Context: an optimization exercise on an open-source flow, tuned for small area, a short achievable clock period and few clock cycles per item. The choices shown serve that exercise and are no tape-out recipe.
No run shown here included a check of the RTL's function; only the layout flow was run.
Power is estimated from default activity; no workload was simulated.

**design.v**
```verilog
module fpdivsqrt (
    input  wire        clk,
    input  wire        rst,      
    input  wire        start,    
    input  wire        op,       
    input  wire [31:0] a,
    input  wire [31:0] b,
    output wire        ready,
    output reg         done,
    output reg  [31:0] result,
    output reg  [4:0]  flags
);
    localparam integer FR = 24;          
    localparam integer W  = FR + 3;      
    localparam [31:0] QNAN = 32'h7FC0_0000;
    wire        sa = a[31];
    wire        sb = b[31];
    wire [7:0]  ea = a[30:23];
    wire [7:0]  eb = b[30:23];
    wire [22:0] fa = a[22:0];
    wire [22:0] fb = b[22:0];
    wire a_zero = (ea == 8'd0);
    wire b_zero = (eb == 8'd0);
    wire a_max  = (ea == 8'hFF);
    wire b_max  = (eb == 8'hFF);
    wire a_fz   = (fa == 23'd0);
    wire b_fz   = (fb == 23'd0);
    wire a_inf  = a_max & a_fz;
    wire b_inf  = b_max & b_fz;
    wire a_nan  = a_max & ~a_fz;
    wire b_nan  = b_max & ~b_fz;
    wire a_snan = a_nan & ~fa[22];
    wire b_snan = b_nan & ~fb[22];
    reg  sp, sp_nan, sp_inf, sp_nv, sp_dz;
    always @(*) begin
        sp = 1'b1; sp_nan = 1'b0; sp_inf = 1'b0; sp_nv = 1'b0; sp_dz = 1'b0;
        if (!op) begin
            if (a_nan | b_nan) begin
                sp_nan = 1'b1; sp_nv = a_snan | b_snan;
            end else if (a_inf & b_inf) begin
                sp_nan = 1'b1; sp_nv = 1'b1;
            end else if (a_inf) begin
                sp_inf = 1'b1;
            end else if (b_inf) begin
            end else if (b_zero & a_zero) begin
                sp_nan = 1'b1; sp_nv = 1'b1;
            end else if (b_zero) begin
                sp_inf = 1'b1; sp_dz = 1'b1;
            end else if (a_zero) begin
            end else begin
                sp = 1'b0;
            end
        end else begin
            if (a_nan) begin
                sp_nan = 1'b1; sp_nv = a_snan;
            end else if (a_zero) begin
            end else if (sa) begin
                sp_nan = 1'b1; sp_nv = 1'b1;
            end else if (a_inf) begin
                sp_inf = 1'b1;
            end else begin
                sp = 1'b0;
            end
        end
    end
    wire [9:0]  div_exp = {2'b00, ea} + {2'b11, ~eb} + 10'd127;   
    wire [8:0]  sq_sum  = {1'b0, ea} + 9'd125;
    wire [9:0]  sq_exp  = {2'b00, sq_sum[8:1]};                   
    wire [24:0] sq_m1  = ea[0] ? {2'b00, fa} : {fa[22], ~fa[22], fa[21:0], 1'b0};
    wire [W-1:0] w_init = op ? {sq_m1, 2'b00} : {3'b001, fa, 1'b0};
    reg          busy;       
    reg          fin;        
    reg  [12:0]  md;         
    reg  [11:0]  ms;         
    reg          sign_q;
    reg  [9:0]   exp_q;      
    reg  [W-1:0] w;          
    reg  [W-1:0] pn;         
    reg  [25:0]  s;          
    reg          spq, spq_nan, spq_inf, spq_nv, spq_dz;
    assign ready = ~busy;
    wire   last  = md[12] | ms[11];
    reg [W-1:0] b1, b2;      
    reg [25:0]  k1, k2;      
    integer i;
    always @(*) begin
        b1 = {W{1'b0}};
        b2 = {W{1'b0}};
        k1 = 26'd0;
        k2 = 26'd0;
        for (i = 0; i < 12; i = i + 1) begin
            b1[FR-1-2*i] = ms[i];
            b2[FR-2-2*i] = ms[i];
            k1[24-2*i] = ms[i];
            k2[23-2*i] = ms[i];
        end
        for (i = 0; i < 13; i = i + 1) begin
            k1[25-2*i] = k1[25-2*i] | md[i];
            k2[24-2*i] = k2[24-2*i] | md[i];
        end
    end
    wire [W-1:0] f1n  = pn & ~b1;
    wire [W-1:0] f2bn = pn & ~b2;
    wire [W-1:0] f2an = pn & ~(b1 << 1) & ~b2;
    wire [W-1:0] cx = {w[W-2:0], 1'b1};
    wire [W-1:0] cy = {f1n[W-2:0], 1'b1};
    wire [W-1:0] cz = f2an;
    wire [W-1:0] cs = cx ^ cy ^ cz;
    wire [W-1:0] cc = (cx & cy) | (cx & cz) | (cy & cz);
    wire [W-1:0] t1, t2b, t2a;
    pfx_add #(W) u_t1  (.a(w), .b(f1n), .ci(1'b1), .s(t1));
    pfx_add #(W) u_t2b (.a({w[W-2:0], 1'b0}), .b(f2bn), .ci(1'b1), .s(t2b));
    pfx_add #(W) u_t2a (.a(cs), .b({cc[W-2:0], 1'b1}), .ci(1'b0), .s(t2a));
    wire d1 = ~t1[W-1];
    wire d2 = d1 ? ~t2a[W-1] : ~t2b[W-1];
    reg [W-1:0] wn;
    always @(*) begin
        case ({d1, d2})
            2'b11:   wn = {t2a[W-2:0], 1'b0};
            2'b10:   wn = {t1[W-3:0], 2'b00};
            2'b01:   wn = {t2b[W-2:0], 1'b0};
            default: wn = {w[W-3:0], 2'b00};
        endcase
    end
    wire [25:0] sn = s | (d1 ? k1 : 26'd0) | (d2 ? k2 : 26'd0);
    wire        hi      = s[25];
    wire [22:0] frac    = hi ? s[24:2] : s[23:1];
    wire        rbit    = hi ? s[1] : s[0];
    wire        sticky  = (hi & s[0]) | (w != {W{1'b0}});
    wire        rinc    = rbit & (sticky | frac[0]);
    wire        inexact = rbit | sticky;
    wire [30:0] xin = {exp_q[7:0], frac};
    reg  [30:0] pa, pb;      
    integer d, n;
    always @(*) begin
        pa = {xin[29:0], 1'b1};
        for (d = 1; d < 31; d = d * 2) begin
            pb = pa;
            for (n = d; n < 31; n = n + 1)
                pb[n] = pa[n] & pa[n-d];
            pa = pb;
        end
    end
    wire [30:0] inc = xin ^ (pa & {31{rinc}});
    wire uf      = exp_q[9] | (exp_q == 10'd0);
    wire of_big  = ~exp_q[9] & (exp_q[8] | (exp_q[7:0] == 8'hFF));
    wire of_rnd  = (exp_q == 10'd254) & rinc & (&frac);
    reg [31:0] rnd_res;
    reg [4:0]  rnd_flg;
    always @(*) begin
        if (spq) begin
            rnd_res = spq_nan ? QNAN : {sign_q, spq_inf ? 8'hFF : 8'h00, 23'd0};
            rnd_flg = {3'b000, spq_dz, spq_nv};
        end else if (uf) begin
            rnd_res = {sign_q, 31'd0};
            rnd_flg = 5'b11000;
        end else if (of_big) begin
            rnd_res = {sign_q, 8'hFF, 23'd0};
            rnd_flg = 5'b10100;
        end else begin
            rnd_res = {sign_q, inc};
            rnd_flg = {inexact, 1'b0, of_rnd, 2'b00};
        end
    end
    always @(posedge clk) begin
        if (rst) begin
            busy <= 1'b0;
            fin  <= 1'b0;
            done <= 1'b0;
        end else begin
            done <= fin;
            if (!busy) begin
                busy <= start & ~sp;
                fin  <= start & sp;
            end else begin
                busy <= ~last;
                fin  <= last;
            end
        end
        result <= rnd_res;
        flags  <= rnd_flg;
        if (!busy) begin
            md      <= {12'd0, ~op};
            ms      <= {11'd0, op};
            sign_q  <= op ? sa : (sa ^ sb);
            exp_q   <= op ? {1'b0, sq_exp} : div_exp;
            w       <= w_init;
            pn      <= op ? ~{2'b01, 25'd0} : ~{3'b001, fb, 1'b0};
            s       <= op ? {1'b1, 25'd0} : 26'd0;
            spq     <= sp;
            spq_nan <= sp_nan;
            spq_inf <= sp_inf;
            spq_nv  <= sp_nv;
            spq_dz  <= sp_dz;
        end else begin
            md <= md << 1;
            ms <= ms << 1;
            w  <= wn;
            s  <= sn;
            if (ms != 12'd0) pn <= ~{1'b0, sn};
            if (md[1] | ms[1]) exp_q <= exp_q + {9'd0, s[25]};
        end
    end
endmodule
module pfx_add #(
    parameter integer N = 8
) (
    input  wire [N-1:0] a,
    input  wire [N-1:0] b,
    input  wire         ci,
    output wire [N-1:0] s
);
    reg [N-1:0] g, p, gn, pn;
    integer d, i;
    always @(*) begin
        g = a & b;
        p = a ^ b;
        g[0] = g[0] | (p[0] & ci);
        for (d = 1; d < N; d = d * 2) begin
            gn = g;
            pn = p;
            for (i = d; i < N; i = i + 1) begin
                if ((i / d) % 2 == 1) begin
                    gn[i] = g[i] | (p[i] & g[(i / d) * d - 1]);
                    pn[i] = p[i] & p[(i / d) * d - 1];
                end
            end
            g = gn;
            p = pn;
        end
    end
    assign s = a ^ b ^ {g[N-2:0], ci};
endmodule
```
**flow/run.sh**
```bash
#!/bin/bash
# The standard layout (the standard.sh) with these changes:
#  - port buffers are the smallest buffer, sky130_fd_sc_hd__buf_1, which the
#    resizer may still upsize where timing or slew needs it;
#  - clock tree synthesis builds the tree from small clock buffers and
#    inserts no dummy loads.
# make's full output goes to run_make.log in this folder; ORFS's own per-step
# logs are under orfs/logs/.
set -euo pipefail
bash standard.sh \
  "BUFFER_PORTS_ARGS=-buffer_cell sky130_fd_sc_hd__buf_1" \
  "CTS_ARGS=-sink_clustering_enable -repair_clock_nets -dont_use_dummy_load -buf_list {sky130_fd_sc_hd__clkbuf_2 sky130_fd_sc_hd__clkbuf_4 sky130_fd_sc_hd__clkbuf_8}" \
  finish > run_make.log 2>&1
```
**standard.sh**
```bash
#!/bin/bash
# synth_recipe.tcl (not shown) runs the flow's synth.tcl, then flattens the netlist and writes it again
# the make line also repeats each setting of config.mk as NAME=value (left out here)
make -C /OpenROAD-flow-scripts/flow DESIGN_CONFIG=/design/flow/config.mk WORK_HOME=/design/flow/orfs CLKGATE_MAP_FILE= SYNTH_SCRIPT=/design/flow/synth_recipe.tcl "${@:-finish}"
```
**config.mk**
```make
export PLATFORM = sky130hd
export DESIGN_NAME = fpdivsqrt
export DESIGN_NICKNAME = fpdivsqrt
export VERILOG_FILES = /design/flow/design.v
export SDC_FILE = /design/flow/constraint.sdc
export NUM_CORES = 4
export LEC_CHECK = 0
export ABC_AREA = 1
export CAP_MARGIN = 20
export CORE_MARGIN = 2
export CORE_UTILIZATION = 40
export SETUP_SLACK_MARGIN = 1.1
export SLEW_MARGIN = 20
```
**constraint.sdc**
```tcl
create_clock -name core_clock -period 5.0 [get_ports {clk}]
set_input_delay 1.0000 -clock core_clock [delete_from_list [all_inputs] [get_ports {clk}]]
set_output_delay 1.0000 -clock core_clock [all_outputs]
set_load 0.01 [all_outputs]
```
==> results of run 1 <==
==> state kept, by name, summed over array words and instances (netlist names) <==
signal,flops
spq_dz,1
spq_nv,1
s,26
busy,1
done,1
spq_nan,1
sign_q,1
spq_inf,1
pn,26
spq,1
md,13
fin,1
ms,12
w,26
flags,5
exp_q,10
result,32
==> layer usage <==
layer / wire length (um) / share of wire / global-route usage / vias up
met2: 18820 / 0.44 / 0.3818 / 461
met1: 19650 / 0.46 / 0.3331 / 5950
met5: 0 / 0 / 0 / -
met4: 1157 / 0.027 / 0.07937 / 0
met3: 2824 / 0.067 / 0.03715 / 67
li1: - / - / - / 6506
==> cells in the final DEF, fill, tap and decap left out, types with 5 or more instances in the layout <==
cell	Yosys	routed
xor2_1	18	18
edfxtp_1	42	42
buf_4	4	22
nor4_1	13	13
nor2_4	5	6
nor2_2	16	20
inv_2	10	11
o21ai_1	27	29
buf_1	2	106
or2_2	18	18
nand3b_1	11	11
nand2_1	490	490
inv_1	358	356
nor2_1	122	118
o21ai_2	20	21
clkbuf_8	0	17
nor3_1	21	20
o21bai_2	5	5
o21bai_1	7	7
ha_1	95	95
fa_1	39	39
dfxtp_1	117	115
o22ai_1	11	11
a21oi_2	5	6
nand4_1	35	35
a21o_1	5	5
a31oi_1	8	8
o21ai_0	101	98
a21oi_1	117	116
nand3_1	117	117
nand2_2	14	13
xnor2_1	19	19
==> worst min path at each step <==
stage,to,depth (start not counted),slack (ns)
6_report,done$_SDFF_PP0_,2,0.41
5_1_grt,done$_SDFF_PP0_,2,0.45
4_1_cts,done$_SDFF_PP0_,2,0.42
3_5_place_dp,done$_SDFF_PP0_,2,0.40
3_3_place_gp,done$_SDFF_PP0_,2,0.40
2_1_floorplan,done$_SDFF_PP0_,2,0.39
==> tightest hold or removal path: stages (launching register included) <==
cell	delay [ns]
dfxtp_1	0.30
inv_1	0.04
nor2_1	0.03
==> cells by family (layout without fill, tap and decap cells) <==
family / after synthesis / in the layout
fa+ha+maj: 134 / 134
buf+inv: 419 / 517
simple gates: 887 / 889
flops: 159 / 159
xor+xnor: 37 / 37
compound gates: 328 / 328
==> report_power, final <==
part | internal [mW] | switching, mW
clock | 0.301 | 0.460
combinational | 1.87 | 3.72
sequential | 1.51 | 0.251
==> layout make-up <==
class / count / area (sq um)
timing repair buffer: 129 / 574.3
fill: 3490 / 18660
sequential: 159 / 3606
multi-input combinational: 1388 / 8250
tap: 448 / 560.5
clock buffer: 17 / 234.0
inverter: 371 / 1396
==> synthesized netlist by cell type, drive strengths merged, types with 36 or more instances <==
cell | count | area share
nand2 | 510 | 0.15
dfxtp | 117 | 0.17
nor2 | 143 | 0.046
inv | 368 | 0.10
nand3 | 120 | 0.046
ha | 95 | 0.088
o21ai | 148 | 0.061
fa | 39 | 0.058
edfxtp | 42 | 0.094
nand4 | 36 | 0.017
a21oi | 122 | 0.047
==> repair_timing <==
action | 4_1_cts | 5_1_grt
buffers inserted | 0 | 11
cloned | 0 | 2
hold endpoints to repair | 0 | 0
hold buffers | 0 | 0
endpoints found under the setup margin | 11 | 52
gates resized for setup | 4 | 13
pin swaps | 0 | 3
==> metrics by stage <==
stage          power, mW  setup WS [ns]  instances  hold WS [ns]  utilization
5_1_grt            8.847          1.081       2512        0.4470       0.4393
6_report           8.113          1.330       2512        0.4127       0.4393
4_1_cts            7.815          1.108       2499        0.4161       0.4345
3_5_place_dp       7.000         0.8495       2482        0.4043       0.4271
2_1_floorplan      5.691          1.297       1964        0.3883            -
3_3_place_gp       6.979         0.8593       2482        0.4007       0.4271
==> results.json, run 1 <==
{
  "dieHeight_um": 187.3,
  "die_w_um": 187.3,
  "synth_fa_ha_area_frac": 0.1466,
  "crit_type": "reg2reg",
  "num_vias": 12980,
  "cts_root_buffer": "clkbuf_8",
  "h-tree-depth": 4,
  "ys_ff_latch": 159,
  "max_cap_violations": 0,
  "routedWlPerCell_um": 16.90,
  "ioPinCount": 107,
  "finClkSkew_ns": 0.04031,
  "drtIter0Drc": 1259,
  "syn_avg_cell_area_sq_um": 6.841,
  "clkLatencyLatePin_ns": 0.49,
  "track_usage": 0.2402,
  "rsz0062_at_grt": "false",
  "clock_sinks": 159,
  "r2r_end": "w[25]$_DFF_P_",
  "synth_fp_nets": 2166,
  "dpl-instance-area_sq_um": 14210,
  "crit_buf_inv": 5,
  "grt_max_degree": 56,
  "synthMuxAreaShare": 0,
  "hpwlAfterDp_um": 33360,
  "setup_viol_count_final": 0,
  "synth-edff-count": 42,
  "tritoncts": "done",
  "finalHoldViolations": 0,
  "syn_area_sq_um": 13440,
  "diodes": 0,
  "routed_wl_um": 42450,
  "coreArea_sq_um": 33280,
  "synth_compound_area_frac": 0.1409,
  "ant_nets": 0,
  "numCtsBuffers": 17,
  "holdCritStartpoint": "fin$_SDFF_PP0_",
  "worstMarginPinSlew_ns": 0.9164,
  "fin_crit_sh": 0.7340,
  "synth_top_family_by_area": "simple AND/OR/NAND/NOR gates",
  "start_util": 0.4037,
  "drc": 0,
  "cpMostUsedCell": "nand2_1",
  "vias_per_cell": 5.169,
  "synth-xor-area-share": 0.02412,
  "cp-start-kind": "register",
  "reg2reg_depth": 21,
  "grt_pass1_vias": 12150,
  "crit_cells": 21,
  "detail_route.first_pass.iterations": 6,
  "slowest_delay_ns": 0.45,
  "crit_path_end": "w[25]$_DFF_P_",
  "hp-class": "reg2reg",
  "area_delta_synth_final_pct": 8.818,
  "end_kind": "register",
  "grt_pass1_wl_um": 65940,
  "ff2ff_setup_slack_ns": 1.33,
  "die-area_sq_um": 35070,
  "port_buffers": 106,
  "crit_path_top_delay_cell": "dfxtp_1",
  "gp_congestion": 0.9591,
  "slew_viol_final": 0,
  "clockBufferDepth": 2,
  "grt_overflow": 0,
  "finalInstanceArea_sq_um": 14620,
  "crit_family": "simple AND/OR/NAND/NOR gates",
  "cp_cell_sequence": "inv_1, nand2_1, inv_1, ha_1, nand2_1, inv_1, nand2_1, nand2_1, a21oi_2, nand2_4, nand2_2, nand2_1, nand2_1, nand2_8, nand2_8, buf_4, inv_1, nor2_1, nand2_1, o21bai_1, nand2_1",
  "p_per_area_nw_per_um2": 554.8,
  "synthFlopType": "dfxtp_1",
  "startpoint": "ms[4]$_SDFF_PN0_",
  "status": "timing/DRC/antenna clean",
  "yosysUniqueCellTypes": 62,
  "fmax_mhz": 272.5,
  "cp.arrival_ns": 4.01,
  "vdd_ir_drop_max_v": 0.0003713,
  "ys_warn_count": 2,
  "synth-simple-area-share": 0.2961,
  "finalSetupTns_ns": 0,
  "required_ns": 5.34,
  "cp_max_fo": 37,
  "placementRows": 67,
  "synth_cells": 1964,
  "period_minus_slack_ns": 3.670,
  "yosysSeqAreaShare": 0.2682,
  "drive_gt1_frac": 0.08091,
  "antenna_found_initial": 1,
  "p_leak_nw": 7.144,
  "r2r-start": "ms[4]$_SDFF_PN0_",
  "nNetsFinal": 2268,
  "slew_headroom": 0.3844,
  "async_flop_share": 0,
  "clk_pin_slew_ns": 0.10
}
==> run 2: changes to the inputs <==
--- a/design.v
+++ b/design.v
@@ -99,9 +99,10 @@
             k2[24-2*i] = k2[24-2*i] | md[i];
         end
     end
-    wire [W-1:0] f1n  = pn & ~b1;
-    wire [W-1:0] f2bn = pn & ~b2;
-    wire [W-1:0] f2an = pn & ~(b1 << 1) & ~b2;
+    wire [W-1:0] pl   = pn & ~({1'b0, s} & ((b1 << 3) | (b1 << 2)));
+    wire [W-1:0] f1n  = pl & ~b1;
+    wire [W-1:0] f2bn = pl & ~b2;
+    wire [W-1:0] f2an = pl & ~(b1 << 1) & ~b2;
     wire [W-1:0] cx = {w[W-2:0], 1'b1};
     wire [W-1:0] cy = {f1n[W-2:0], 1'b1};
     wire [W-1:0] cz = f2an;
@@ -197,7 +198,7 @@
             ms <= ms << 1;
             w  <= wn;
             s  <= sn;
-            if (ms != 12'd0) pn <= ~{1'b0, sn};
+            if (ms != 12'd0) pn <= ~{1'b0, s};
             if (md[1] | ms[1]) exp_q <= exp_q + {9'd0, s[25]};
         end
     end
--- a/config.mk
+++ b/config.mk
@@ -9,5 +9,5 @@
 export CAP_MARGIN = 20
 export CORE_MARGIN = 2
 export CORE_UTILIZATION = 40
-export SETUP_SLACK_MARGIN = 1.1
+export SETUP_SLACK_MARGIN = 1.6
 export SLEW_MARGIN = 20
==> run 2 against run 1 <==
  * Power grew 13%
  * Global-route usage is 1.5 points higher
  * Combinational power rose by 19%
  * Still clean
  * Synthesized area grew 1.4%
  * Highest routed layer unchanged
  * Non-clock buffer count is 41 higher
  * Worst setup slack gained 0.37 ns
  * Synthesized cell count is 3.7% higher
  * Critical endpoint is now s[8]$_SDFF_PN0_
  * Critical path depth unchanged
  * Via count increased by 6.6%
  * Count of clock-buffer cells in the layout unchanged
  * Sequential share of layout area down 1.6 points
==> results.json, run 2 <==
{
  "grt_max_degree": 70,
  "grt_pass1_wl_um": 70680,
  "fin_crit_sh": 0.6599,
  "gp_congestion": 0.9252,
  "antenna_found_initial": 1,
  "synth_cells": 2036,
  "max_cap_violations": 0,
  "grt_pass1_vias": 12980,
  "track_usage": 0.2554,
  "cp_max_fo": 5,
  "slew_headroom": 0.3186,
  "regMostFlops": "result",
  "cp_cell_sequence": "a21oi_4, inv_2, nor2_2, inv_1, fa_1, inv_1, ha_1, nand2_1, nor2_1, nand3_1, nand2_2, nand2_2, nand2_4, nand2_2, nand2_1, nand2_2, nand2_4, nand2_8, buf_12, nand3_1, o221ai_1",
  "dieHeight_um": 188.6,
  "finalHoldViolations": 0,
  "cts_root_buffer": "clkbuf_8",
  "synth_common_cells": "nand2_1 (514), inv_1 (383), nor2_1 (139)",
  "syn_area_sq_um": 13630,
  "port_buffers": 106,
  "yosysMostFrequentCell": "nand2_1",
  "worstMarginPinSlew_ns": 1.013,
  "coreArea_sq_um": 33530,
  "yosysUniqueCellTypes": 55,
  "crit_type": "reg2reg",
  "ys_warn_count": 2,
  "synth_top_cell_by_area": "dfxtp_1",
  "synth-edff-count": 42,
  "slowest_delay_ns": 0.54,
  "finClkSkew_ns": 0.04070,
  "final.setup.worst_slack_ns": 1.700,
  "synthFlopType": "dfxtp_1",
  "holdWs_ns": 0.4176,
  "routed_wl_um": 46430,
  "drtIter0Drc": 1081,
  "fin_util": 0.4757,
  "num_vias": 13850,
  "synth_fp_nets": 2238,
  "end_kind": "register",
  "async_flop_share": 0,
  "syn_avg_cell_area_sq_um": 6.694,
  "synth_area_leaders": "dfxtp_1 (17%), nand2_1 (14%), inv_1 (11%)",
  "cp.arrival_ns": 3.62,
  "clk_pin_slew_ns": 0.08,
  "drive_gt1_frac": 0.1346,
  "vdd_ir_drop_max_v": 0.0004489,
  "drc": 0,
  "start_util": 0.4064,
  "crit_path_top_delay_cell": "fa_1",
  "clkLatencyLatePin_ns": 0.48,
  "cp-start-kind": "register",
  "p_per_area_nw_per_um2": 573.8,
  "p_leak_nw": 7.559,
  "clock_sinks": 159,
  "final_common_cell": "nand2_1",
  "yosysSeqAreaShare": 0.2644,
  "cpMostUsedCell": "nand2_2",
  "final_cell_mix": "nand2_1 (489), inv_1 (353), nor2_1 (125), o21ai_0 (123), nand3_1 (109)",
  "nNetsFinal": 2374,
  "largest_reg_flops": 32,
  "ys_ff_latch": 159,
  "post-place-ws_ns": 0.7386,
  "p_total_mw": 9.152,
  "detail_route.first_pass.iterations": 5,
  "hpwlAfterDp_um": 35360,
  "status": "timing/DRC/antenna clean",
  "hp-class": "reg2reg",
  "ioPinCount": 107,
  "grt_overflow": 0,
  "ant_nets": 0,
  "period_minus_slack_ns": 3.300,
  "required_ns": 5.32,
  "fmax_mhz": 303.1,
  "die_w_um": 188.6,
  "die-area_sq_um": 35560,
  "tritoncts": "done",
  "routedWlPerCell_um": 17.73,
  "vias_per_cell": 5.287,
  "finalSetupTns_ns": 0,
  "clockBufferDepth": 2,
  "slew_viol_final": 0,
  "area_delta_synth_final_pct": 17.04,
  "placementRows": 67,
  "rsz0062_at_grt": "true",
  "h-tree-depth": 4,
  "numCtsBuffers": 17,
  "setup_viol_count_final": 0,
  "synth_top_area_frac": 0.1719
}
-- run 2: what timing repair did --
item / 4_1_cts / 5_1_grt
setup endpoints to repair: 51 / 53
gates cloned: 2 / 2
pin swaps: 15 / 48
resized for setup: 93 / 144
setup buffers: 8 / 35
hold buffers: 0 / 0
-- run 2: power breakdown --
| group | switching, mW | internal [mW] | total, mW |
|---|---|---|---|
| combinational | 4.16 | 2.49 | 6.65 |
| clock | 0.451 | 0.301 | 0.751 |
| sequential | 0.242 | 1.51 | 1.75 |
| total | 4.85 | 4.30 | 9.15 |
-- run 2: worst paths after layout --
path	slack, ns	cells after the start	to	startpoint
setup / recovery	1.70	21	s[8]$_SDFF_PN0_	ms[11]$_SDFF_PN0_
hold / removal	0.42	2	done$_SDFF_PP0_	fin$_SDFF_PP0_
setup reg to reg	1.70	21	s[8]$_SDFF_PN0_	ms[11]$_SDFF_PN0_
hold reg to reg	0.42	2	done$_SDFF_PP0_	fin$_SDFF_PP0_
-- run 2: kinds of logic after synthesis --
family | synth area share
xor+xnor | 0.02635
flops | 0.2644
simple gates | 0.2950
compound gates | 0.1430
fa+ha+maj | 0.1445
buf+inv | 0.1267
-- run 2: final cells by class --
type                       instances  area (sq um)
fill                            3482         17580
multi-input combinational       1431          8937
sequential                       159          3675
inverter                         393          1505
timing repair buffer             170          1036
tap                              448         560.5
clock buffer                      17         234.0
antenna                            1         2.502
-- run 2: routing by layer --
layer,wire [um],global-route usage,up-vias
met3,3230,0.04023,64
met4,1062,0.07001,0
li1,-,-,6813
met2,21200,0.4154,438
met1,20940,0.3517,6531
met5,0,0,-
-- run 2: through the flow --
step | cells | area, sq um
floorplan | 2036 | 13630
global placement | 2553 | 14470
detailed placement | 2553 | 14470
CTS | 2580 | 15070
global route | 2618 | 15950
finish | 2619 | 15950
-- run 2: critical path, delay by kind of cell, from the launching register on --
kind	cells	cell delay, ns
simple gates	13	1.35
fa+ha+maj	2	0.81
flops	1	0.38
buf+inv	4	0.34
compound gates	2	0.29
==> run 3: changes to the inputs <==
--- a/design.v
+++ b/design.v
@@ -99,15 +99,17 @@
             k2[24-2*i] = k2[24-2*i] | md[i];
         end
     end
-    wire [W-1:0] pl   = pn & ~({1'b0, s} & ((b1 << 3) | (b1 << 2)));
-    wire [W-1:0] f1n  = pl & ~b1;
-    wire [W-1:0] f2bn = pl & ~b2;
-    wire [W-1:0] f2an = pl & ~(b1 << 1) & ~b2;
-    wire [W-1:0] cx = {w[W-2:0], 1'b1};
-    wire [W-1:0] cy = {f1n[W-2:0], 1'b1};
-    wire [W-1:0] cz = f2an;
-    wire [W-1:0] cs = cx ^ cy ^ cz;
-    wire [W-1:0] cc = (cx & cy) | (cx & cz) | (cy & cz);
+    wire [W-1:0] f1n  = pn & ~b1;
+    wire [W-1:0] f2bn = pn & ~b2;
+    wire [W-1:0] cx  = {w[W-2:0], 1'b1};
+    wire [W-1:0] pn1 = {pn[W-2:0], 1'b1};
+    wire [W-1:0] u   = ~{b1[W-2:0], 1'b0};
+    wire [W-1:0] pv  = pn & ~b2;
+    wire [W-1:0] yx  = u & (pn1 ^ pv);
+    wire [W-1:0] ya  = u & pn1 & pv;
+    wire [W-1:0] yo  = u & (pn1 | pv);
+    wire [W-1:0] cs  = cx ^ yx;
+    wire [W-1:0] cc  = ya | (cx & yo);
     wire [W-1:0] t1, t2b, t2a;
     pfx_add #(W) u_t1  (.a(w), .b(f1n), .ci(1'b1), .s(t1));
     pfx_add #(W) u_t2b (.a({w[W-2:0], 1'b0}), .b(f2bn), .ci(1'b1), .s(t2b));
@@ -198,7 +200,7 @@
             ms <= ms << 1;
             w  <= wn;
             s  <= sn;
-            if (ms != 12'd0) pn <= ~{1'b0, s};
+            if (ms != 12'd0) pn <= ~{1'b0, sn};
             if (md[1] | ms[1]) exp_q <= exp_q + {9'd0, s[25]};
         end
     end
--- a/config.mk
+++ b/config.mk
@@ -9,5 +9,5 @@
 export CAP_MARGIN = 20
 export CORE_MARGIN = 2
 export CORE_UTILIZATION = 40
-export SETUP_SLACK_MARGIN = 1.6
+export SETUP_SLACK_MARGIN = 1.5
 export SLEW_MARGIN = 20
==> run 3 against run 2 <==
  * Still clean on timing, DRC and antenna
  * Cell count decreased by 1.9%
  * Synthesized area decreased by 0.40%
  * Register-to-register slack got worse by 0.09 ns
  * Synthesized cell count decreased by 1.6%
  * Flip-flop and latch count unchanged
  * Count of clock-buffer cells in the layout unchanged
  * Power increased by 1.8%
  * Core utilization decreased by 1.7 points
  * Critical path depth increased by 4
  * Via count decreased by 2.7%
  * Clock power increased by 0.7%
  * Critical endpoint is now w[26]$_DFF_P_
==> results.json, run 3 <==
{
  "dpl-instance-area_sq_um": 14350,
  "yosysSeqAreaShare": 0.2655,
  "regMostFlops": "result",
  "crit_type": "reg2reg",
  "die_w_um": 188.2,
  "comb_power_share": 0.726,
  "holdWs_ns": 0.4096,
  "synth_cells": 2003,
  "clockBufferDepth": 2,
  "largest_reg_flops": 32,
  "wl_met1_um": 19450,
  "coreArea_sq_um": 33450,
  "area_delta_synth_final_pct": 13.02,
  "synth-edff-count": 42,
  "drive_gt1_frac": 0.1060,
  "synth_top_cell_by_area": "dfxtp_1",
  "p_per_area_nw_per_um2": 607.6,
  "p_seq_frac": 0.193,
  "finClkSkew_ns": 0.03588,
  "clock_sinks": 159,
  "yosysUniqueCellTypes": 65,
  "fin_crit_sh": 0.6773,
  "vdd_ir_drop_max_v": 0.0004840,
  "slew_headroom": 0.2972,
  "met3RoutedLength_um": 3207,
  "routed_wl_um": 44170,
  "routedWlPerCell_um": 17.18,
  "p_sw_mw": 5.127,
  "detail_route.first_pass.iterations": 6,
  "synthFlopType": "dfxtp_1",
  "grt_pass1_wl_um": 67360,
  "p_leak_nw": 7.647,
  "syn_area_sq_um": 13570,
  "ys_warn_count": 2,
  "fmax_mhz": 295.3,
  "grt_overflow": 0,
  "cp-start-kind": "register",
  "num_vias": 13470,
  "p_sw_frac": 0.5500,
  "clkLatencyLatePin_ns": 0.47,
  "synth_area_leaders": "dfxtp_1 (17%), nand2_1 (15%), ha_1 (9.9%)",
  "track_usage": 0.2413,
  "nNetsFinal": 2326,
  "dr.max_layer_used": "met4",
  "grt_max_degree": 49,
  "dieHeight_um": 188.2,
  "reg2reg_depth": 25,
  "yosysMostFrequentCell": "nand2_1",
  "cts_root_buffer": "clkbuf_8",
  "route.met2.wl_um": 20280,
  "tritoncts": "done",
  "gp_congestion": 0.9372,
  "start_util": 0.4058,
  "cp_max_fo": 6,
  "syn_avg_cell_area_sq_um": 6.776,
  "port_buffers": 106,
  "slew_viol_final": 0,
  "finalInstanceArea_sq_um": 15340,
  "max_cap_violations": 0,
  "synth_fp_nets": 2205,
  "synth_top_area_frac": 0.1726,
  "cp.arrival_ns": 3.73,
  "end_kind": "register",
  "diodes": 0,
  "clk_pin_slew_ns": 0.08,
  "finalHoldViolations": 0,
  "h-tree-depth": 4,
  "status": "timing/DRC/antenna clean",
  "vias_per_cell": 5.240,
  "min_path_cells": 2,
  "worstMarginPinSlew_ns": 1.053,
  "hpwlAfterDp_um": 33250,
  "rsz0062_at_grt": "true",
  "die-area_sq_um": 35420,
  "hp-class": "reg2reg",
  "required_ns": 5.34,
  "grt_pass1_vias": 12530,
  "period_minus_slack_ns": 3.386,
  "setup_viol_count_final": 0,
  "synth_common_cells": "nand2_1 (526), inv_1 (350), nor2_1 (139)",
  "p_int_mw": 4.194,
  "ant_nets": 0,
  "ioPinCount": 107,
  "async_flop_share": 0,
  "numCtsBuffers": 17,
  "drtIter0Drc": 1121,
  "pwr-share-clk": 0.081,
  "finalSetupTns_ns": 0,
  "antenna_found_initial": 0,
  "ys_ff_latch": 159,
  "drc": 0,
  "final_common_cell": "nand2_1",
  "placementRows": 67,
  "final_cell_mix": "nand2_1 (512), inv_1 (343), nor2_1 (131), dfxtp_1 (110)"
}
==> run 3: cell count changes after synthesis, sizes merged, moves of 11 or more <==
| cell | previous run | this run |
|---|---|---|
| fa | 39 | 27 |
| o22ai | 3 | 15 |
| a22oi | 23 | 2 |
| ha | 95 | 107 |
| inv | 392 | 363 |
| a31oi | 18 | 7 |
| nand2 | 525 | 546 |
| o21ai | 158 | 145 |
==> run 3: critical path, stage by stage, from the launching register on <==
cell,delay [ns]
dfxtp_1,0.39
nor2_4,0.16
inv_1,0.08
ha_1,0.28
nand2_1,0.11
xor2_2,0.18
inv_1,0.06
ha_1,0.27
nand2_1,0.06
inv_1,0.06
nand2_1,0.06
nor3_1,0.18
nand2_2,0.10
nand2_4,0.11
nand2_2,0.08
nand2_1,0.09
nand2_2,0.07
nand2_4,0.17
nor2_4,0.07
buf_6,0.15
inv_6,0.12
nor2_1,0.05
nor2_1,0.18
nand2_1,0.09
nand2_1,0.08
nand2_1,0.05
==> run 3: per-layer routing <==
metal,GRT usage,vias to the layer above
met5,0,-
met4,0.06329,0
met3,0.04712,83
met2,0.4024,486
met1,0.3194,6208
li1,-,6691
==> run 3: cells by family (layout without fill, tap and decap cells) <==
logic type | Yosys count | after routing | share of synthesized area
DFF | 159 | 159 | 0.2655
AOI/OAI and AO/OA | 324 | 324 | 0.1385
buffers and inverters | 415 | 528 | 0.1224
adders and majority gates | 134 | 134 | 0.1385
and+or+nand+nor | 922 | 928 | 0.3036
xor gates and xnor gates | 49 | 49 | 0.03162
==> run 3: final timing paths <==
| kind | slack [ns] | from | to |
|---|---|---|---|
| setup reg to reg | 1.61 | ms[7]$_SDFF_PN0_ | w[26]$_DFF_P_ |
| hold / removal | 0.41 | fin$_SDFF_PP0_ | done$_SDFF_PP0_ |
| hold reg to reg | 0.41 | fin$_SDFF_PP0_ | done$_SDFF_PP0_ |
| setup / recovery | 1.61 | ms[7]$_SDFF_PN0_ | w[26]$_DFF_P_ |
==> run 3: layout make-up <==
type	instances	area, sq um
Clock buffer	17	234.0
Fill cell	3479	18110
Inverter	366	1398
Multi-Input combinational cell	1435	8751
Sequential cell	159	3612
Tap cell	448	560.5
Timing Repair Buffer	144	775.7
Timing Repair inverter	1	8.758
==> run 3: per-stage QoR <==
stage	setup WS, ns	power, mW	cells	utilization
floorplan	1.514	5.734	2003	-
global placement	1.008	7.119	2521	0.4290
detailed placement	0.9072	7.191	2521	0.4290
CTS	1.513	8.224	2542	0.4410
global route	1.443	10.05	2570	0.4586
finish	1.614	9.321	2570	0.4586
==> run 3: power by group through the flow <==
stage          Sequential, mW  Clock, mW  Combinational [mW]
6_report                 1.80      0.756                6.77
5_1_grt                  1.82      0.817                7.41
4_1_cts                  1.79      0.767                5.67
3_5_place_dp             1.82          0                5.37
3_3_place_gp             1.82          0                5.30
2_1_floorplan            1.72          0                4.01
==> run 3: what timing repair did <==
item	in CTS	in global routing
hold buffers	0	0
setup buffers	2	17
pin swaps	3	13
gates cloned	2	11
setup endpoints to repair	76	62
resized for setup	35	75
==> run 4: changes to the inputs <==
--- a/design.v
+++ b/design.v
@@ -64,7 +64,7 @@
         end
     end
     wire [9:0]  div_exp = {2'b00, ea} + {2'b11, ~eb} + 10'd127;   
-    wire [8:0]  sq_sum  = {1'b0, ea} + 9'd125;
+    wire [8:0]  sq_sum  = {1'b0, ea} + 9'd127;
     wire [9:0]  sq_exp  = {2'b00, sq_sum[8:1]};                   
     wire [24:0] sq_m1  = ea[0] ? {2'b00, fa} : {fa[22], ~fa[22], fa[21:0], 1'b0};
     wire [W-1:0] w_init = op ? {sq_m1, 2'b00} : {3'b001, fa, 1'b0};
@@ -81,35 +81,24 @@
     assign ready = ~busy;
     wire   last  = md[12] | ms[11];
     reg [W-1:0] b1, b2;      
-    reg [25:0]  k1, k2;      
     integer i;
     always @(*) begin
         b1 = {W{1'b0}};
         b2 = {W{1'b0}};
-        k1 = 26'd0;
-        k2 = 26'd0;
         for (i = 0; i < 12; i = i + 1) begin
             b1[FR-1-2*i] = ms[i];
             b2[FR-2-2*i] = ms[i];
-            k1[24-2*i] = ms[i];
-            k2[23-2*i] = ms[i];
-        end
-        for (i = 0; i < 13; i = i + 1) begin
-            k1[25-2*i] = k1[25-2*i] | md[i];
-            k2[24-2*i] = k2[24-2*i] | md[i];
-        end
-    end
-    wire [W-1:0] f1n  = pn & ~b1;
-    wire [W-1:0] f2bn = pn & ~b2;
-    wire [W-1:0] cx  = {w[W-2:0], 1'b1};
-    wire [W-1:0] pn1 = {pn[W-2:0], 1'b1};
-    wire [W-1:0] u   = ~{b1[W-2:0], 1'b0};
-    wire [W-1:0] pv  = pn & ~b2;
-    wire [W-1:0] yx  = u & (pn1 ^ pv);
-    wire [W-1:0] ya  = u & pn1 & pv;
-    wire [W-1:0] yo  = u & (pn1 | pv);
-    wire [W-1:0] cs  = cx ^ yx;
-    wire [W-1:0] cc  = ya | (cx & yo);
+        end
+    end
+    wire [W-1:0] pl   = pn & ~(({W{s[1]}} & (b1 << 3)) | ({W{s[0]}} & (b1 << 2)));
+    wire [W-1:0] f1n  = pl & ~b1;
+    wire [W-1:0] f2bn = pl & ~b2;
+    wire [W-1:0] f2an = pl & ~(b1 << 1) & ~b2;
+    wire [W-1:0] cx = {w[W-2:0], 1'b1};
+    wire [W-1:0] cy = {f1n[W-2:0], 1'b1};
+    wire [W-1:0] cz = f2an;
+    wire [W-1:0] cs = cx ^ cy ^ cz;
+    wire [W-1:0] cc = (cx & cy) | (cx & cz) | (cy & cz);
     wire [W-1:0] t1, t2b, t2a;
     pfx_add #(W) u_t1  (.a(w), .b(f1n), .ci(1'b1), .s(t1));
     pfx_add #(W) u_t2b (.a({w[W-2:0], 1'b0}), .b(f2bn), .ci(1'b1), .s(t2b));
@@ -125,7 +114,6 @@
             default: wn = {w[W-3:0], 2'b00};
         endcase
     end
-    wire [25:0] sn = s | (d1 ? k1 : 26'd0) | (d2 ? k2 : 26'd0);
     wire        hi      = s[25];
     wire [22:0] frac    = hi ? s[24:2] : s[23:1];
     wire        rbit    = hi ? s[1] : s[0];
@@ -189,7 +177,7 @@
             exp_q   <= op ? {1'b0, sq_exp} : div_exp;
             w       <= w_init;
             pn      <= op ? ~{2'b01, 25'd0} : ~{3'b001, fb, 1'b0};
-            s       <= op ? {1'b1, 25'd0} : 26'd0;
+            s       <= {25'd0, op};         
             spq     <= sp;
             spq_nan <= sp_nan;
             spq_inf <= sp_inf;
@@ -199,9 +187,9 @@
             md <= md << 1;
             ms <= ms << 1;
             w  <= wn;
-            s  <= sn;
-            if (ms != 12'd0) pn <= ~{1'b0, sn};
-            if (md[1] | ms[1]) exp_q <= exp_q + {9'd0, s[25]};
+            s  <= {s[23:0], d1, d2};
+            if (ms != 12'd0) pn <= pl;
+            if (md[1]) exp_q <= exp_q + {9'd0, s[1]};
         end
     end
 endmodule
--- a/config.mk
+++ b/config.mk
@@ -9,5 +9,5 @@
 export CAP_MARGIN = 20
 export CORE_MARGIN = 2
 export CORE_UTILIZATION = 40
-export SETUP_SLACK_MARGIN = 1.5
+export SETUP_SLACK_MARGIN = 1.7
 export SLEW_MARGIN = 20
==> run 4 against run 3 <==
  * Die area increased by 1.5%
  * Fmax up 3.2%
  * Worst setup slack better by 0.11 ns
  * Routed wire length down 3.4%
  * Cell area grew 4.9%
  * Clock power fell by 0.8%
  * Critical path depth down 2
  * Worst hold slack worse by 0.023 ns
  * Combinational power is 2% lower
  * Via count is 1.5% higher
  * Clock skew increased by 0.014 ns
  * Critical path type unchanged
  * Critical endpoint is now w[3]$_DFF_P_
  * Largest cell class unchanged
==> results.json, run 4 <==
{
  "num_vias": 13670,
  "vdd_ir_drop_max_v": 0.0003264,
  "hp-class": "reg2reg",
  "grt_pass1_wl_um": 66160,
  "p_total_mw": 9.125,
  "cp-start-kind": "register",
  "finClkSkew_ns": 0.05038,
  "clockBufferDepth": 2,
  "largest_reg_flops": 32,
  "diodes": 0,
  "clk_pin_slew_ns": 0.08,
  "start_util": 0.4090,
  "cts_root_buffer": "clkbuf_8",
  "ioPinCount": 107,
  "yosysSeqAreaShare": 0.2614,
  "grt_overflow": 0,
  "antenna_found_initial": 0,
  "grt_max_degree": 63,
  "cpMostUsedCell": "nand2_2",
  "max_cap_violations": 0,
  "hpwlAfterDp_um": 31930,
  "cp_max_fo": 8,
  "crit_path_top_delay_cell": "fa_1",
  "gp_congestion": 0.9036,
  "grt_pass1_vias": 12690,
  "slowest_delay_ns": 0.54,
  "coreArea_sq_um": 33700,
  "fin_crit_sh": 0.6563,
  "dieHeight_um": 189.6,
  "yosysUniqueCellTypes": 63,
  "slew_viol_final": 0,
  "port_buffers": 106,
  "yosysMostFrequentCell": "nand2_1",
  "vias_per_cell": 5.169,
  "fin_util": 0.4773,
  "status": "timing/DRC/antenna clean",
  "regMostFlops": "result",
  "period_minus_slack_ns": 3.281,
  "worstMarginPinSlew_ns": 0.9502,
  "clock_sinks": 159,
  "rsz0062_at_grt": "true",
  "synth_top_cell_by_area": "dfxtp_1",
  "nNetsFinal": 2401,
  "async_flop_share": 0,
  "synth_top_area_frac": 0.1699,
  "crit_type": "reg2reg",
  "h-tree-depth": 4,
  "post_layout_nonfiller_instances": 2645,
  "syn_avg_cell_area_sq_um": 6.685,
  "ys_warn_count": 2,
  "drtIter0Drc": 1054,
  "routed_wl_um": 42680,
  "routedWlPerCell_um": 16.14,
  "drc": 0,
  "synth_common_cells": "nand2_1 (514), inv_1 (451), nor2_1 (125)",
  "fmax_mhz": 304.7,
  "drive_gt1_frac": 0.1488,
  "p_leak_nw": 7.879,
  "ant_nets": 0,
  "cp.arrival_ns": 3.66,
  "final_common_cell": "nand2_1",
  "dp_cells": 2581,
  "synthFlopType": "dfxtp_1",
  "synth-edff-count": 42,
  "tritoncts": "done",
  "clkLatencyLatePin_ns": 0.51,
  "finalSetupTns_ns": 0,
  "area_delta_synth_final_pct": 16.69,
  "cts_hold_buf": 0,
  "synth_fp_nets": 2264,
  "placementRows": 67,
  "cp_cell_sequence": "clkinvlp_4, buf_12, o21ai_4, nor2_4, inv_2, fa_1, inv_1, ha_2, nand2_2, nor2_4, nand2_2, nor2_2, nand2_4, nand2_2, nand2_2, nand2_4, nor2_4, buf_6, buf_16, nand2_2, nand3_2, nand2_1, nand2_1",
  "numCtsBuffers": 17,
  "end_kind": "register",
  "track_usage": 0.2354,
  "die_w_um": 189.6,
  "setup_viol_count_final": 0,
  "required_ns": 5.38,
  "finalHoldViolations": 0,
  "synth_cells": 2062,
  "synth_area_leaders": "dfxtp_1 (17%), nand2_1 (14%), inv_1 (12%)",
  "detail_route.first_pass.iterations": 6,
  "p_per_area_nw_per_um2": 567.3,
  "holdWs_ns": 0.3864,
  "final_cell_mix": "nand2_1 (469), inv_1 (426), nand3_1 (105), buf_1 (105)",
  "syn_area_sq_um": 13780,
  "slew_headroom": 0.3658,
  "die-area_sq_um": 35960,
  "ys_ff_latch": 159
}
## run 4: changes by cell type in the layout (fill, tap and decap cells not counted), moves of 16 or more
cell	before	now
a22oi_1	2	23
ha_1	106	81
inv_1	343	426
nand2_1	512	469
buf_4	29	46
nand2_2	24	48
nor2_1	131	104
nor2_2	10	26
o21ai_1	19	38
## run 4: through the flow
step,setup WS (ns),cell area (sq um)
after floorplan,1.703,13800
after global placement,0.9133,14560
after detailed placement,0.7438,14560
after CTS,1.703,15270
after global routing,1.562,16090
final,1.719,16090
## run 4: area by class of cell
cell class / count / area (sq um)
Multi-Input combinational cell: 1398 / 8985
Tap cell: 448 / 560.5
Clock buffer: 17 / 234.0
Timing Repair inverter: 1 / 11.26
Sequential cell: 159 / 3635
Fill cell: 3518 / 17610
Timing Repair Buffer: 162 / 898.4
Inverter: 460 / 1762
## run 4: critical path, delay by kind of cell (launching register included)
kind | cells | cell delay, ns
buffers and inverters | 6 | 0.66
flip-flops | 1 | 0.35
AND/OR/NAND/NOR | 14 | 1.20
adder cells (fa/ha/maj) | 2 | 0.86
AO/OA/AOI/OAI | 1 | 0.09
## run 4: final timing paths
kind	from	end	slack, ns	depth (start not counted)
max reg2reg	s[0]$_DFF_P_	w[3]$_DFF_P_	1.72	23
min reg2reg	md[9]$_SDFF_PN0_	md[10]$_SDFF_PN0_	0.39	2
min	md[9]$_SDFF_PN0_	md[10]$_SDFF_PN0_	0.39	2
max	s[0]$_DFF_P_	w[3]$_DFF_P_	1.72	23
## run 4: repair_timing
item,in CTS,in global routing
cloned,2,0
setup buffers,16,29
resized for setup,99,165
endpoints found under the setup margin,27,29
pin swaps,11,84
## run 4: cell families (layout without fill, tap and decap cells)
logic type / Yosys count / in the layout / share of synthesized area
AOI/OAI and AO/OA: 330 / 330 / 0.1368
xor gates and xnor gates: 40 / 40 / 0.02596
adders and majority gates: 134 / 134 / 0.1423
buffers and inverters: 505 / 640 / 0.1448
DFF: 159 / 159 / 0.2614
and+or+nand+nor: 894 / 894 / 0.2887
## run 4: report_power, final
group,total (mW),switching [mW],internal (mW),leakage (nW)
Sequential,1.76,0.252,1.50,1.38
Clock,0.750,0.451,0.300,0.122
Combinational,6.62,4.04,2.57,6.38
Total,9.13,4.75,4.38,7.88
## run 4: per-layer routing
layer,track usage,vias to the layer above,routed length [um],part of all wire
met5,0,-,0,0
met4,0.09690,0,1642,0.038
met3,0.03726,86,2447,0.057
met2,0.3960,481,20090,0.47
met1,0.3011,6317,18500,0.43
li1,-,6787,-,-
==> run 5: changes to the inputs <==
--- a/design.v
+++ b/design.v
@@ -128,7 +128,8 @@
         for (d = 1; d < 31; d = d * 2) begin
             pb = pa;
             for (n = d; n < 31; n = n + 1)
-                pb[n] = pa[n] & pa[n-d];
+                if ((n / d) % 2 == 1)
+                    pb[n] = pa[n] & pa[(n / d) * d - 1];
             pa = pb;
         end
     end
==> run 5 against run 4 <==
  * Sequential power hardly changed
  * Highest routed layer is now met5
  * Critical path type unchanged
  * Non-clock buffer count is 5 lower
  * Synthesized area is 3.6% lower
  * Count of clock-buffer cells in the layout stayed put
  * Worst setup slack worse by 0.082 ns
  * Fmax is 2.4% lower
  * Die area is 3.6% lower
  * Cell count is 3.1% lower
  * Register-to-register slack worse by 0.08 ns
==> results.json, run 5 <==
{
  "r2r-start": "s[1]$_SDFF_PN0_",
  "vdd_ir_drop_max_v": 0.0003577,
  "hp-class": "reg2reg",
  "fmax_mhz": 297.3,
  "syn_avg_cell_area_sq_um": 6.681,
  "drive_gt1_frac": 0.1066,
  "yosysSeqAreaShare": 0.2713,
  "period_minus_slack_ns": 3.363,
  "crit_path_end": "w[8]$_DFF_P_",
  "routedWlPerCell_um": 15.83,
  "tritoncts": "done",
  "p_sw_mw": 4.648,
  "p_leak_nw": 7.836,
  "cts_root_buffer": "clkbuf_8",
  "drc": 0,
  "fin_crit_sh": 0.6727,
  "final_common_cell": "nand2_1",
  "post_layout_nonfiller_instances": 2564,
  "multi_input_area_sq_um": 8295,
  "synth_top_cell_by_area": "dfxtp_1",
  "required_ns": 5.42,
  "end_kind": "register",
  "detail_route.first_pass.iterations": 6,
  "max_cap_violations": 0,
  "gp_congestion": 0.9379,
  "p_sw_frac": 0.5242,
  "cts_hold_buf": 0,
  "track_usage": 0.2392,
  "coreArea_sq_um": 32620,
  "finalInstanceArea_sq_um": 15320,
  "hpwlAfterDp_um": 30110,
  "synth_top_area_frac": 0.1763,
  "yosysUniqueCellTypes": 55,
  "n_fill_cell": 3416,
  "ys_warn_count": 2,
  "r2r_end": "w[8]$_DFF_P_",
  "synth_area_leaders": "dfxtp_1 (18%), nand2_1 (14%), inv_1 (12%)",
  "nNetsFinal": 2325,
  "num_vias": 12940,
  "holdCritStartpoint": "md[7]$_SDFF_PN0_",
  "grt_pass1_wl_um": 63900,
  "placementRows": 66,
  "finalSetupTns_ns": 0,
  "worstMarginPinSlew_ns": 0.9983,
  "clock_sinks": 159,
  "post-place-ws_ns": 0.6699,
  "ant_nets": 0,
  "antenna_found_initial": 3,
  "clkLatencyLatePin_ns": 0.49,
  "synth_cells": 1988,
  "die_w_um": 186.2,
  "start_util": 0.4072,
  "p_total_mw": 8.868,
  "grt_pass1_vias": 12280,
  "vias_per_cell": 5.048,
  "die-area_sq_um": 34680,
  "pwr-share-clk": 0.085,
  "rsz0062_at_grt": "true",
  "finClkSkew_ns": 0.04006,
  "slew_headroom": 0.3337,
  "synth_common_cells": "nand2_1 (502), inv_1 (440), o21ai_0 (147)",
  "async_flop_share": 0,
  "slew_viol_final": 0,
  "regArea_sq_um": 3621,
  "synth_fp_nets": 2190,
  "crit_type": "reg2reg",
  "largest_reg_flops": 32,
  "drtIter0Drc": 1226,
  "final.setup.worst_slack_ns": 1.637,
  "clockBufferDepth": 2,
  "cp.arrival_ns": 3.78,
  "finalHoldViolations": 0,
  "ff2ff_setup_slack_ns": 1.64,
  "area_delta_synth_final_pct": 15.31,
  "h-tree-depth": 4,
  "yosysMostFrequentCell": "nand2_1",
  "grt_max_degree": 64,
  "synthFlopType": "dfxtp_1",
  "reg2reg_depth": 25,
  "p_per_area_nw_per_um2": 579.0,
  "grt_overflow": 0,
  "status": "timing/DRC/antenna clean",
  "startpoint": "s[1]$_SDFF_PN0_",
  "p_seq_frac": 0.198,
  "synth-edff-count": 42,
  "regMostFlops": "result",
  "cp-start-kind": "register",
  "dpl-instance-area_sq_um": 14150,
  "comb_power_share": 0.717,
  "fin_util": 0.4695,
  "routed_wl_um": 40580,
  "final_cell_mix": "nand2_1 (477), inv_1 (430), o21ai_0 (120), dfxtp_1 (109), buf_1 (104)",
  "port_buffers": 106,
  "clk_pin_slew_ns": 0.09,
  "cp_max_fo": 7,
  "dp_cells": 2508,
  "numCtsBuffers": 17,
  "ys_ff_latch": 159,
  "ioPinCount": 107,
  "p_int_mw": 4.219,
  "setup_viol_count_final": 0,
  "dieHeight_um": 186.2,
  "syn_area_sq_um": 13280,
  "holdWs_ns": 0.4067
}
run 5: power groups by stage:
stage	Combinational [mW]	Clock, mW	Sequential, mW
after CTS	5.69	0.757	1.75
final	6.36	0.751	1.76
after global routing	7.10	0.803	1.78
after floorplan	3.93	0	1.68
after detailed placement	5.17	0	1.77
after global placement	5.16	0	1.77
run 5: worst min-delay path by stage:
| stage | to | cells past startpoint | slack (ns) |
|---|---|---|---|
| 2_1_floorplan | done$_SDFF_PP0_ | 2 | 0.39 |
| 3_3_place_gp | md[11]$_SDFF_PN0_ | 2 | 0.39 |
| 3_5_place_dp | md[11]$_SDFF_PN0_ | 2 | 0.40 |
| 4_1_cts | s[19]$_SDFF_PN0_ | 2 | 0.41 |
| 5_1_grt | md[8]$_SDFF_PN0_ | 2 | 0.43 |
| 6_report | md[8]$_SDFF_PN0_ | 2 | 0.41 |
run 5: kinds of logic after synthesis:
family	Yosys count	share of synthesized area
XOR/XNOR	45	0.02967
adder cells (fa/ha/maj)	134	0.1477
AO/OA/AOI/OAI	323	0.1346
buffers and inverters	495	0.1445
flip-flops	159	0.2713
AND/OR/NAND/NOR	832	0.2722
run 5: repair_timing:
| action | 4_1_cts | 5_1_grt |
|---|---|---|
| cloned | 3 | 1 |
| endpoints found under the setup margin | 28 | 28 |
| pin swaps | 12 | 34 |
| buffers inserted | 19 | 15 |
| resized for setup | 92 | 89 |
run 5: worst max-delay path: stages (launching register included):
cell        delay [ns]
dfxtp_4           0.35
clkinvlp_4        0.10
buf_12            0.15
buf_6             0.10
o21ai_4           0.07
nor2_2            0.14
nand2_2           0.07
fa_1              0.54
inv_1             0.06
ha_1              0.19
nand2_1           0.05
nand2_1           0.06
nand2_1           0.07
nand2_2           0.10
a21oi_4           0.19
nand2_4           0.10
nand2_4           0.09
nand2_2           0.05
nand2_2           0.07
nand2_4           0.08
nor2_4            0.21
clkbuf_16         0.21
nand2_1           0.05
nand3_1           0.07
nand2_1           0.06
nand2_1           0.05
run 5: cell type report:
class	count	share of cell area
timing repair inverter	2	0.001470
tap	442	0.03611
inverter	451	0.1116
clock buffer	17	0.01528
multi-input combinational	1335	0.5416
sequential	159	0.2364
timing repair buffer	157	0.05735
antenna	1	0.0001634
run 5: per-layer routing:
layer  GRT usage  part of all wire  vias up
met4     0.07622             0.023        4
met3     0.03641             0.062       54
met5           0           0.00054        -
met2      0.3920              0.46      391
met1      0.3240              0.46     5967
li1            -                 -     6528
==> run 6: changes to the inputs <==
--- a/design.v
+++ b/design.v
@@ -70,7 +70,8 @@
     wire [W-1:0] w_init = op ? {sq_m1, 2'b00} : {3'b001, fa, 1'b0};
     reg          busy;       
     reg          fin;        
-    reg  [12:0]  md;         
+    reg          dv;         
+    reg  [3:0]   cyc;        
     reg  [11:0]  ms;         
     reg          sign_q;
     reg  [9:0]   exp_q;      
@@ -79,7 +80,7 @@
     reg  [25:0]  s;          
     reg          spq, spq_nan, spq_inf, spq_nv, spq_dz;
     assign ready = ~busy;
-    wire   last  = md[12] | ms[11];
+    wire   last  = (dv & (cyc == 4'd12)) | ms[11];
     reg [W-1:0] b1, b2;      
     integer i;
     always @(*) begin
@@ -128,8 +129,7 @@
         for (d = 1; d < 31; d = d * 2) begin
             pb = pa;
             for (n = d; n < 31; n = n + 1)
-                if ((n / d) % 2 == 1)
-                    pb[n] = pa[n] & pa[(n / d) * d - 1];
+                pb[n] = pa[n] & pa[n-d];
             pa = pb;
         end
     end
@@ -172,7 +172,8 @@
         result <= rnd_res;
         flags  <= rnd_flg;
         if (!busy) begin
-            md      <= {12'd0, ~op};
+            dv      <= ~op;
+            cyc     <= 4'd0;
             ms      <= {11'd0, op};
             sign_q  <= op ? sa : (sa ^ sb);
             exp_q   <= op ? {1'b0, sq_exp} : div_exp;
@@ -185,12 +186,12 @@
             spq_nv  <= sp_nv;
             spq_dz  <= sp_dz;
         end else begin
-            md <= md << 1;
+            cyc <= cyc + 4'd1;
             ms <= ms << 1;
             w  <= wn;
             s  <= {s[23:0], d1, d2};
             if (ms != 12'd0) pn <= pl;
-            if (md[1]) exp_q <= exp_q + {9'd0, s[1]};
+            if (dv & (cyc == 4'd1)) exp_q <= exp_q + {9'd0, s[1]};
         end
     end
 endmodule
==> run 6 against run 5 <==
  * Global-route usage rose by 0.77 points
  * Synthesized cell count rose by 4.1%
  * Die area rose by 4.3%
  * Worst setup slack got worse by 0.061 ns
  * Critical path depth fell by 1
==> results.json, run 6 <==
{
  "regMostFlops": "result",
  "worstMarginPinSlew_ns": 0.9600,
  "grt_pass1_vias": 13180,
  "tritoncts": "done",
  "clock_sinks": 151,
  "synth-xor-area-share": 0.02770,
  "end_kind": "register",
  "synthFlopType": "dfxtp_1",
  "slew_viol_final": 0,
  "synth-edff-count": 43,
  "fin_crit_sh": 0.6848,
  "p_int_mw": 4.593,
  "area_delta_synth_final_pct": 16.98,
  "synth_compound_area_frac": 0.1211,
  "synth_fa_ha_area_frac": 0.1442,
  "vdd_ir_drop_max_v": 0.0004094,
  "synth_top_cell_by_area": "dfxtp_1",
  "fmax_mhz": 292.0,
  "rsz0062_at_grt": "true",
  "synth_common_cells": "nand2_1 (518), inv_1 (417), nor2_1 (139)",
  "synth_fp_nets": 2275,
  "hold_path_end": "done$_SDFF_PP0_",
  "finalHoldViolations": 0,
  "synth_top_area_frac": 0.1559,
  "synth-simple-area-share": 0.3175,
  "grt_pass1_wl_um": 69500,
  "nNetsFinal": 2420,
  "track_usage": 0.2469,
  "p_sw_mw": 5.413,
  "period_minus_slack_ns": 3.424,
  "yosysSeqAreaShare": 0.2490,
  "ys_warn_count": 2,
  "r2r_end": "w[12]$_DFF_P_",
  "detail_route.first_pass.iterations": 8,
  "coreArea_sq_um": 34370,
  "setup_viol_count_final": 0,
  "die-area_sq_um": 36180,
  "synthMuxAreaShare": 0,
  "async_flop_share": 0,
  "gp_congestion": 0.9379,
  "cts_root_buffer": "clkbuf_8",
  "clkLatencyLatePin_ns": 0.50,
  "max_cap_violations": 0,
  "syn_avg_cell_area_sq_um": 6.700,
  "reg2reg_depth": 24,
  "comb_power_share": 0.757,
  "cp-start-kind": "register",
  "port_buffers": 106,
  "clk_pin_slew_ns": 0.07,
  "yosysUniqueCellTypes": 61,
  "ant_nets": 0,
  "start_util": 0.4035,
  "final_cell_mix": "nand2_1 (492), inv_1 (403), nor2_1 (113), buf_1 (105)",
  "antenna_found_initial": 0,
  "num_vias": 13910,
  "h-tree-depth": 4,
  "ys_ff_latch": 151,
  "clockBufferDepth": 2,
  "final_common_cell": "nand2_1",
  "routed_wl_um": 45050,
  "drive_gt1_frac": 0.1419,
  "holdCritStartpoint": "fin$_SDFF_PP0_",
  "grt_overflow": 0,
  "min_path_cells": 2,
  "synth_area_leaders": "dfxtp_1 (16%), nand2_1 (14%), inv_1 (11%)",
  "crit_type": "reg2reg",
  "r2r-start": "s[0]$_DFF_P_",
  "vias_per_cell": 5.215,
  "cp.arrival_ns": 3.83,
  "syn_area_sq_um": 13870,
  "routedWlPerCell_um": 16.89,
  "drtIter0Drc": 1105,
  "synth_cells": 2070,
  "slew_headroom": 0.3593,
  "required_ns": 5.41,
  "yosysMostFrequentCell": "nand2_1",
  "p_sw_frac": 0.5410,
  "finClkSkew_ns": 0.03772,
  "diodes": 0,
  "fin_util": 0.4720,
  "placementRows": 68,
  "dieHeight_um": 190.2,
  "die_w_um": 190.2,
  "n_fill_cell": 3563,
  "synth_top_family_by_area": "simple AND/OR/NAND/NOR gates",
  "numCtsBuffers": 17,
  "grt_max_degree": 66,
  "cp_max_fo": 8,
  "status": "timing/DRC/antenna clean",
  "ioPinCount": 107,
  "finalSetupTns_ns": 0,
  "pwr-share-clk": 0.075,
  "hp-class": "reg2reg",
  "p_per_area_nw_per_um2": 616.8,
  "hpwlAfterDp_um": 32440,
  "p_seq_frac": 0.169,
  "largest_reg_flops": 32,
  "drc": 0,
  "ff2ff_setup_slack_ns": 1.58,
  "p_leak_nw": 7.829
}
run 6: worst max-delay path by stage:
stage	startpoint	to	slack, ns	depth (start not counted)
finish	s[0]$_DFF_P_	w[12]$_DFF_P_	1.58	24
global route	s[0]$_DFF_P_	w[12]$_DFF_P_	1.45	25
CTS	s[0]$_DFF_P_	w[12]$_DFF_P_	1.69	19
detailed placement	s[0]$_DFF_P_	w[23]$_DFF_P_	0.71	24
global placement	s[1]$_SDFF_PN0_	w[25]$_DFF_P_	0.85	23
floorplan	s[1]$_SDFF_PN0_	w[18]$_DFF_P_	1.73	17
run 6: stage by stage:
| step | hold slack (ns) | total power [mW] | area, sq um | std cells | worst slack [ns] |
|---|---|---|---|---|---|
| 2_1_floorplan | 0.3883 | 6.290 | 13900 | 2070 | 1.734 |
| 3_3_place_gp | 0.4029 | 7.498 | 14660 | 2592 | 0.8454 |
| 3_5_place_dp | 0.4012 | 7.595 | 14660 | 2592 | 0.7106 |
| 4_1_cts | 0.4154 | 9.196 | 15640 | 2645 | 1.690 |
| 5_1_grt | 0.4501 | 10.82 | 16220 | 2668 | 1.450 |
| 6_report | 0.4117 | 10.01 | 16220 | 2668 | 1.576 |
run 6: per-layer routing:
metal / global-route usage / wire length (um) / vias up
li1: - / - / 6900
met1: 0.3179 / 19510 / 6502
met2: 0.4123 / 21250 / 437
met3: 0.03892 / 2693 / 75
met4: 0.1008 / 1604 / 0
met5: 0 / 0 / -
run 6: area by class of cell:
cell class              count  area [sq um]  area share
flip-flops and latches    151          3476      0.2143
repair inverters            1         11.26   0.0006941
inverters                 444          1685      0.1039
well taps                 455         569.3     0.03509
repair buffers            164         902.1     0.05561
clock buffers              17         234.0     0.01442
multi-input cells        1436          9345      0.5760
run 6: kinds of logic (layout without fill, tap and decap cells):
group / after synthesis / in the layout
fa+ha+maj: 137 / 137
compound gates: 293 / 293
buf+inv: 494 / 626
xor+xnor: 43 / 43
flops: 151 / 151
simple gates: 952 / 963
run 6: worst max-delay path: stages, from the launching register on:
cell	delay (ns)
dfxtp_4	0.35
clkinvlp_4	0.10
buf_12	0.18
o21ai_4	0.09
nor2_2	0.13
inv_1	0.07
fa_1	0.54
inv_1	0.06
ha_1	0.19
nand2_1	0.10
nand2_2	0.09
nand2_2	0.10
nand2_4	0.07
nand2_2	0.09
nand2_4	0.06
a21oi_4	0.21
nand2_4	0.09
nand2_4	0.10
nand2_8	0.11
nor2_4	0.16
buf_6	0.15
nand2_1	0.08
nand4_1	0.11
nand2_1	0.07
nand2_1	0.07
run 6: power groups by stage:
stage,registers (mW),clock network (mW),logic [mW]
floorplan,1.60,0,4.69
global placement,1.69,0,5.81
detailed placement,1.68,0,5.91
CTS,1.67,0.761,6.76
global route,1.70,0.803,8.31
finish,1.69,0.746,7.57
run 6: repair_timing:
item                       in CTS  in global routing
buffers inserted               28                 19
hold buffers                    0                  0
setup endpoints to repair      28                 28
pin swaps                      23                 53
gates cloned                    8                  4
resized for setup             113                 89

-- separate check: timing with driven ports --
In the flow no input, the clock included, has a driving cell. The finished layouts below were timed again as built, in two steps. Step 1 (the two cells are an assumption about what drives the block):
set clk [get_ports {clk}]
set_driving_cell -lib_cell sky130_fd_sc_hd__clkbuf_16 $clk
set_driving_cell -lib_cell sky130_fd_sc_hd__buf_2 [delete_from_list [all_inputs] $clk]
Step 2, shift: input delay + t, output delay - t, t = (earliest + latest rising clock arrival at the registers) / 2. This alone moves slack from input paths to output paths. Slacks: ideal ports / drivers / drivers and shift; pairs: ideal ports / drivers.
run	t (ns)	setup slack, ns	hold slack, ns	worst slew at a driven data input, ns	pins driven straight from the clock port
run 1	0.509	1.330 / 1.330 / 1.296	0.413 / 0.413 / 0.413	0.04	1
run 2	0.502	1.700 / 1.700 / 1.345	0.418 / 0.418 / 0.418	0.04	1
run 3	0.497	1.614 / 1.614 / 1.345	0.410 / 0.410 / 0.410	0.07	1
run 4	0.529	1.719 / 1.719 / 1.436	0.386 / 0.386 / 0.386	0.04	1
run 5	0.521	1.637 / 1.637 / 1.487	0.407 / 0.407 / 0.407	0.09	1
run 6	0.530	1.576 / 1.576 / 1.417	0.412 / 0.412 / 0.412	0.03	1
After both steps setup and hold are still met in every run listed. For run 2, which loses most, drivers alone change the setup slack by 0.000 ns; drivers and shift together by -0.355 ns.
